This is an optimization exercise on Yosys and OpenROAD, whose aim is small area, not a production implementation.
Where RTL was checked, it was by simulation tests only, not by an equivalence proof against the original.
Power figures rest on the tool's default switching activity, not on a simulated workload.

==> flow/design.v (excerpt) <==
module hem_core (
    input              clk,
    input              rst,
    input              start,
    input      [11:0]  entry,
    input      [19:0]  state_ptr,
    input      [127:0] operands,
    output reg         busy,
    output     [11:0]  imem_addr,
    input      [31:0]  imem_rdata,
    output             dmem_en,
    output             dmem_we,
    output     [3:0]   dmem_be,
    output     [12:0]  dmem_addr,
    output     [31:0]  dmem_wdata,
    input      [31:0]  dmem_rdata,
    output             post_valid,
    output     [1:0]   post_dest,
    output     [31:0]  post_data,
    output reg         done,
    output reg [3:0]   done_cause,
    output     [11:0]  done_pc
);
    localparam [5:0] OP_NOP  = 6'h00, OP_LDI  = 6'h01, OP_MOV  = 6'h02,
                     OP_LD   = 6'h03, OP_ST   = 6'h04, OP_LDA  = 6'h05,
                     OP_STAH = 6'h06, OP_MVH  = 6'h07, OP_MVA  = 6'h08,
                     OP_CLR  = 6'h09, OP_LDP  = 6'h0A, OP_SETB = 6'h0B,
                     OP_SETL = 6'h0C, OP_ADDP = 6'h0D, OP_STAW = 6'h0E,
                     OP_MPY  = 6'h10, OP_MAC  = 6'h11, OP_MSU  = 6'h12,
                     OP_MACL = 6'h13, OP_ADDA = 6'h14, OP_ASL  = 6'h15,
                     OP_SATA = 6'h16, OP_ADD  = 6'h18, OP_SUB  = 6'h19,
                     OP_ADDI = 6'h1A, OP_AND  = 6'h1B, OP_OR   = 6'h1C,
                     OP_SHL  = 6'h1D, OP_CMP  = 6'h1E, OP_B    = 6'h20,
                     OP_CALL = 6'h21, OP_RET  = 6'h22, OP_REP  = 6'h23,
                     OP_RDO  = 6'h28, OP_POST = 6'h29, OP_END  = 6'h2A,
                     OP_MFS  = 6'h2B;
    localparam [3:0] C_END = 4'd0, C_ILLEGAL = 4'd1, C_SEQ = 4'd2,
                     C_MISALIGN = 4'd3, C_UNMAPPED = 4'd4, C_STACK = 4'd7,
                     C_CIRC = 4'd8;
    localparam [25:0] M_A    = 26'h2000000, M_DD  = 26'h1C00000,
                      M_DS   = 26'h0380000, M_DT  = 26'h0070000,
                      M_P    = 26'h000C000, M_AM  = 26'h0003000,
  ...
clock: 15.0 ns
lec_check: 0
abc_area: 1
cap_margin: 20
core_margin: 2
core_utilization: 40
cts_cluster_diameter: 100
cts_cluster_size: 24
place_density: 0.6
slew_margin: 20
standard.sh (not shown) runs the stock make flow with config.mk's settings and CLKGATE_MAP_FILE= SYNTH_SCRIPT=/design/flow/synth_recipe.tcl, a recipe that flattens the netlist after the stock synthesis.
==> flow/flow/run.sh <==
#!/bin/bash
# Standard layout, except that the port buffers are the smallest buffer cell
# (buf_1) instead of the default clkdlybuf4s50_1, and clock tree synthesis
# uses clkbuf_8 with smaller clusters and inserts no dummy loads. Each tool's output goes to a log file in this folder.
set -euo pipefail
bash standard.sh synth > synth.log 2>&1
bash standard.sh BUFFER_PORTS_ARGS="-buffer_cell sky130_fd_sc_hd__buf_1" \
    CTS_ARGS="-sink_clustering_enable -repair_clock_nets -dont_use_dummy_load -sink_clustering_size 18 -sink_clustering_max_diameter 66 -buf_list sky130_fd_sc_hd__clkbuf_8" \
    finish > layout.log 2>&1
test -f out/final.def
The first run went through all stages and came out clean.
Next try:
==> flow/flow/run.sh (replaced) <==
#!/bin/bash
# Standard layout, except that the port buffers are the smallest buffer cell
# (buf_1) instead of the default clkdlybuf4s50_1, and clock tree synthesis
# inserts no dummy loads. Each tool's output goes to a log file in this folder.
set -euo pipefail
bash standard.sh synth > synth.log 2>&1
bash standard.sh BUFFER_PORTS_ARGS="-buffer_cell sky130_fd_sc_hd__buf_1" \
    CTS_ARGS="-sink_clustering_enable -repair_clock_nets -dont_use_dummy_load -sink_clustering_size 24 -sink_clustering_max_diameter 100" \
    finish > layout.log 2>&1
test -f out/final.def
=> The changed run went through all stages and came out clean. Clock power climbs by about 9%. Non-clock buffer count drops by 1. Register-to-register slack gains 0.11 ns. Die area does not change. Core utilization is about the same. Flip-flop and latch count does not change. Combinational power hardly moves. Clock skew drops by 0.077 ns. Fmax drops by 1.1%. Worst setup slack loses 0.15 ns. Final area hardly moves.
Next try:
==> flow/flow/run.sh (replaced) <==
#!/bin/bash
# Standard layout, except that the port buffers are the smallest buffer cell
# (buf_1) instead of the default clkdlybuf4s50_1. Each tool's output goes to
# a log file in this folder.
set -euo pipefail
bash standard.sh synth > synth.log 2>&1
bash standard.sh BUFFER_PORTS_ARGS="-buffer_cell sky130_fd_sc_hd__buf_1" finish > layout.log 2>&1
test -f out/final.def
- CAP_MARGIN: 20 -> 5
- SLEW_MARGIN: 20 -> 5
=> Now the flow finished but failed the layout checks on max-capacitance violations. Setup slack gets worse by 0.39 ns. Die area stays the same. Sequential share of layout area hardly moves. Sequential cell count does not change. Global-route usage is about the same. Clock power rises by about 8%. Utilization rises by 0.10 points. Clock-buffer cell count rises by 11. Routed wire length barely changes. Clock skew falls by 0.040 ns. Design area hardly moves.
Next try:
- CAP_MARGIN: 5 -> 20
- SLEW_MARGIN: 5 -> 20
=> The changed run completed without violations; cell count hardly moves; worst setup slack improves by 0.27 ns; hold slack barely changes; via count barely changes.
Next try:
==> flow/flow/run.sh (replaced) <==
#!/bin/bash
# Standard layout, except that the port buffers are the smallest buffer cell
# (buf_1) instead of the default clkdlybuf4s50_1, and clock tree synthesis
# uses clkbuf_8 with smaller clusters and inserts no dummy loads. Each tool's output goes to a log file in this folder.
set -euo pipefail
bash standard.sh synth > synth.log 2>&1
bash standard.sh BUFFER_PORTS_ARGS="-buffer_cell sky130_fd_sc_hd__buf_1" \
    CTS_ARGS="-sink_clustering_enable -repair_clock_nets -dont_use_dummy_load -sink_clustering_size 14 -sink_clustering_max_diameter 70 -buf_list sky130_fd_sc_hd__clkbuf_8" \
    finish > layout.log 2>&1
test -f out/final.def
The changed run finished clean.
Utilization went down by 0.21 points.
Wire length increases by 0.35%.
Via count increases by 0.40%.
Count of clock-buffer cells in the layout is higher by 17.
Non-clock buffer count grows by 1.
Cell count is about the same.
Clock power shrinks by about 10%.
Setup slack gets better by 0.24 ns.
Sequential power is about the same.
Register-to-register slack improved by 0.08 ns.
Total power shrinks by 2.0%.

---

## v22
Starting RTL as in the previous note.
clock: 15.0 ns
lec_check: 0
abc_area: 1
cap_margin: 20
core_margin: 2
core_utilization: 40
cts_cluster_diameter: 100
cts_cluster_size: 24
place_density: 0.6
slew_margin: 20
==> flow/flow/run.sh <==
#!/bin/bash
# Standard layout, except that the port buffers are the smallest buffer cell
# (buf_1) instead of the default clkdlybuf4s50_1, and clock tree synthesis
# uses clkbuf_8 with smaller clusters and inserts no dummy loads. Each tool's output goes to a log file in this folder.
set -euo pipefail
bash standard.sh synth > synth.log 2>&1
bash standard.sh BUFFER_PORTS_ARGS="-buffer_cell sky130_fd_sc_hd__buf_1" \
    CTS_ARGS="-sink_clustering_enable -repair_clock_nets -dont_use_dummy_load -sink_clustering_size 16 -sink_clustering_max_diameter 72 -buf_list sky130_fd_sc_hd__clkbuf_8" \
    finish > layout.log 2>&1
test -f out/final.def
v22 was carried through to the last stage, and its layout satisfied the timing, DRC and antenna checks.
Changes in v4 relative to v22:
--- a/flow/flow/run.sh
+++ b/flow/flow/run.sh
@@ -7,3 +7,3 @@
 bash standard.sh BUFFER_PORTS_ARGS="-buffer_cell sky130_fd_sc_hd__buf_1" \
-    CTS_ARGS="-sink_clustering_enable -repair_clock_nets -dont_use_dummy_load -sink_clustering_size 16 -sink_clustering_max_diameter 72 -buf_list sky130_fd_sc_hd__clkbuf_8" \
+    CTS_ARGS="-sink_clustering_enable -repair_clock_nets -dont_use_dummy_load -sink_clustering_size 16 -sink_clustering_max_diameter 80 -buf_list sky130_fd_sc_hd__clkbuf_8" \
     finish > layout.log 2>&1
==> notes.md <==
Fraction of area in registers: v22 vs v4 — no meaningful difference. Diff v22 -> v4: stage delay of the slowest cell on the critical path lost 0.23 ns, post-route total power lost about 0.35%. When v4 is set beside v22, its combinational cell fraction of total power turns out to be 0.2 points larger. Sort v22 and v4 by clock skew, ascending, and v4 comes first.

---

## main
Another version of the RTL of hem_core (not shown whole).
Size: ~660 flip-flops.
Settings: LEC_CHECK=0, CAP_MARGIN=20, CORE_MARGIN=2, CORE_UTILIZATION=40, CTS_BUF_LIST=sky130_fd_sc_hd__clkbuf_4, CTS_CLUSTER_SIZE=20, PLACE_DENSITY=0.6, SLEW_MARGIN=20; clock period 15.0 ns.
run.sh (not shown) runs the stock make flow with config.mk's settings and CLKGATE_MAP_FILE= SYNTH_SCRIPT=/design/flow/synth_recipe.tcl, a recipe that flattens the netlist after the stock synthesis.
Stock flow here: none of the scripts above is used.
The inputs of the feature branch differ from those of main as listed below.
Settings: a deleted CTS_BUF_LIST that had been sky130_fd_sc_hd__clkbuf_4; a deleted CTS_CLUSTER_SIZE that had been 20.
==> notes.md <==
Reported for main and the feature branch, share of the synthesized netlist area taken by xor and xnor gates turned out identical to the last digit. As far as die area goes, the feature branch and main are indistinguishable; the numbers are identical. The feature branch vs. main: clock power share has increased, post-layout minimum cycle time rose by 260 ps, final cycle utilization of the critical path saw an increase. In the metrics for main and the feature branch, the one carrying the higher number of clock buffer instances in the layout is main. The average wire per standard cell number comes out lower for main vs the feature branch. Cmp main and the feature branch / slack of the worst reg-to-reg path / higher: the feature branch. From main to the feature branch, number of cell instances on the worst register-to-register path did not move at all. Lower worst path arrival time goes to the feature branch over main.

---

hem_core, a different RTL version from the one above (not shown whole).
Size in the first run: roughly 5800 cells after synthesis, roughly 340 I/O pins, ~54000 um2 of cells after synthesis.
export LEC_CHECK = 0
export CAP_MARGIN = 20
export CORE_MARGIN = 2
export CORE_UTILIZATION = 40
export PLACE_DENSITY = 0.6
export SLEW_MARGIN = 20
create_clock -name core_clock -period 15.0 [get_ports {clk}]
Next try:
==> flow/flow/run.sh (new file) <==
#!/bin/bash
# Standard layout, except that the port buffers are the smallest buffer cell
# (buf_1) instead of the default clkdlybuf4s50_1. Each tool's output goes to
# a log file in this folder.
set -euo pipefail
bash standard.sh synth > synth.log 2>&1
bash standard.sh BUFFER_PORTS_ARGS="-buffer_cell sky130_fd_sc_hd__buf_1" finish > layout.log 2>&1
test -f out/final.def
==> flow/standard.sh (new file) <==
#!/bin/bash
# synth_recipe.tcl (not shown) runs the flow's synth.tcl, then flattens the netlist and writes it again
# the make line also repeats each setting of config.mk as NAME=value (left out here)
make -C /OpenROAD-flow-scripts/flow DESIGN_CONFIG=/design/flow/config.mk WORK_HOME=/design/flow/orfs CLKGATE_MAP_FILE= SYNTH_SCRIPT=/design/flow/synth_recipe.tcl "${@:-finish}"
removed: flow/run.sh
Effect:
- The new run passed the timing, DRC and antenna checks
- non-clock buffer count is lower by 30
- final cell count is lower by 0.35%
- synthesized cell count is unchanged
- routed wire length is higher by 1.8%
- critical path depth is lower by 2
- total power is lower by 2.9%
- worst setup slack degrades by 0.034 ns
- cell area is lower by 3.8%
- first-iteration DRC count is lower by 8.9%
- count of clock-buffer cells in the layout is higher by 12
No functional check of the RTL was part of any run of this note.

---

Setup of v6:
Another version of the RTL of hem_core (not shown whole).
Size: about 7200 cells after synthesis, about 660 flip-flops, ~340 I/O pins, about 53000 sq um of cells after synthesis.
==> flow/config.mk <==
export PLATFORM = sky130hd
export DESIGN_NAME = hem_core
export DESIGN_NICKNAME = hem_core
export VERILOG_FILES = /design/flow/design.v
export SDC_FILE = /design/flow/constraint.sdc
export NUM_CORES = 4
export LEC_CHECK = 0
export ABC_AREA = 1
export CAP_MARGIN = 20
export CORE_MARGIN = 2
export CORE_UTILIZATION = 40
export CTS_CLUSTER_DIAMETER = 110
export CTS_CLUSTER_SIZE = 27
export PLACE_DENSITY = 0.6
export SLEW_MARGIN = 20
==> flow/constraint.sdc <==
create_clock -name core_clock -period 15.0 [get_ports {clk}]
set_input_delay 3.0000 -clock core_clock [delete_from_list [all_inputs] [get_ports {clk}]]
set_output_delay 3.0000 -clock core_clock [all_outputs]
set_load 0.01 [all_outputs]
standard.sh (not shown) runs the stock make flow with config.mk's settings and CLKGATE_MAP_FILE= SYNTH_SCRIPT=/design/flow/synth_recipe.tcl, a recipe that flattens the netlist after the stock synthesis.
==> flow/flow/run.sh <==
#!/bin/bash
# Standard layout, except that the port buffers are the smallest buffer cell
# (buf_1) instead of the default clkdlybuf4s50_1. Each tool's output goes to
# a log file in this folder.
set -euo pipefail
bash standard.sh synth > synth.log 2>&1
bash standard.sh BUFFER_PORTS_ARGS="-buffer_cell sky130_fd_sc_hd__buf_1" finish > layout.log 2>&1
test -f out/final.def
The inputs of v7 differ from those of v6 as listed below.
Settings: swapping 27 for 24 in CTS_CLUSTER_SIZE; swapping 110 for 100 in CTS_CLUSTER_DIAMETER.
--- outcome ---
Sort v7 and v6 by final hold slack desc -> top: v6
As far as die area goes, v6 and v7 are indistinguishable; the numbers are identical.
Summary of v7 over v6: number of flip-flops and latches flat, power density normalized to cell area shows an increase of 1.2 nW/um^2.
Any difference in wire length between v7 and v6 is small enough to ignore.
Looking at v7 and v6, the multi-input logic area is a wash.
The combinational fraction of design power in v7 was lower than what v6 gave.
| cell area | higher: v7 |
As far as global-route usage is concerned, v7 and v6 perform about the same.
Relative to v6, fraction of area in clock buffers and inverters has increased by 0.32 points in v7.
Function was not checked in any run of this note: the RTL went through the layout flow alone.

-- separate check: timing with driven ports --
The results above use ideal ports. As a check the final layouts listed here were re-extracted and re-timed, cells and wires unchanged. Step 1: set_driving_cell puts a clkbuf_16 on clk and a buf_2 on each other input, an assumption about the parent block. Step 2 times the ports against the registers' clock, not the clock port: input delays grow and output delays shrink by t, the midpoint of the rising clock arrivals with the driver on. a / b / c = no drivers / after step 1 / after step 2; a / b = the first two.
| run | t, ns | setup slack, ns | latest minus earliest clock arrival (ns) | worst data-port slew with drivers (ns) |
|---|---|---|---|---|
| the first run of note 1 | 0.867 | 1.260 / 1.228 / 0.361 | 0.181 / 0.181 | 0.16 |
| the second run of note 1 | 0.729 | 1.108 / 1.079 / 0.350 | 0.105 / 0.106 | 0.15 |
| the third run of note 1 | 0.758 | 0.721 / 0.693 / -0.065 | 0.065 / 0.066 | 0.16 |
| the fourth run of note 1 | 0.747 | 0.993 / 0.970 / 0.223 | 0.072 / 0.072 | 0.16 |
| the fifth run of note 1 | 0.866 | 1.234 / 1.206 / 0.340 | 0.128 / 0.128 | 0.15 |
| v22 | 0.881 | 1.267 / 1.235 / 0.354 | 0.160 / 0.160 | 0.16 |
| v4 | 0.871 | 1.326 / 1.334 / 0.462 | 0.133 / 0.133 | 0.16 |
| main | 1.261 | 1.125 / 1.166 / -0.095 | 0.075 / 0.075 | 0.07 |
| the feature branch | 0.759 | 0.869 / 0.916 / 0.157 | 0.038 / 0.038 | 0.07 |
| the first run of note 4 | 0.786 | 1.043 / 1.018 / 0.410 | 0.049 / 0.050 | 0.23 |
| the second run of note 4 | 0.799 | 1.010 / 0.985 / 0.346 | 0.060 / 0.061 | 0.12 |
| v6 | 0.796 | 0.832 / 0.887 / 0.090 | 0.047 / 0.047 | 0.12 |
| v7 | 0.738 | 0.763 / 0.818 / 0.081 | 0.051 / 0.051 | 0.12 |
For main, which loses most, drivers alone change the setup slack by +0.041 ns; drivers and shift together by -1.220 ns.
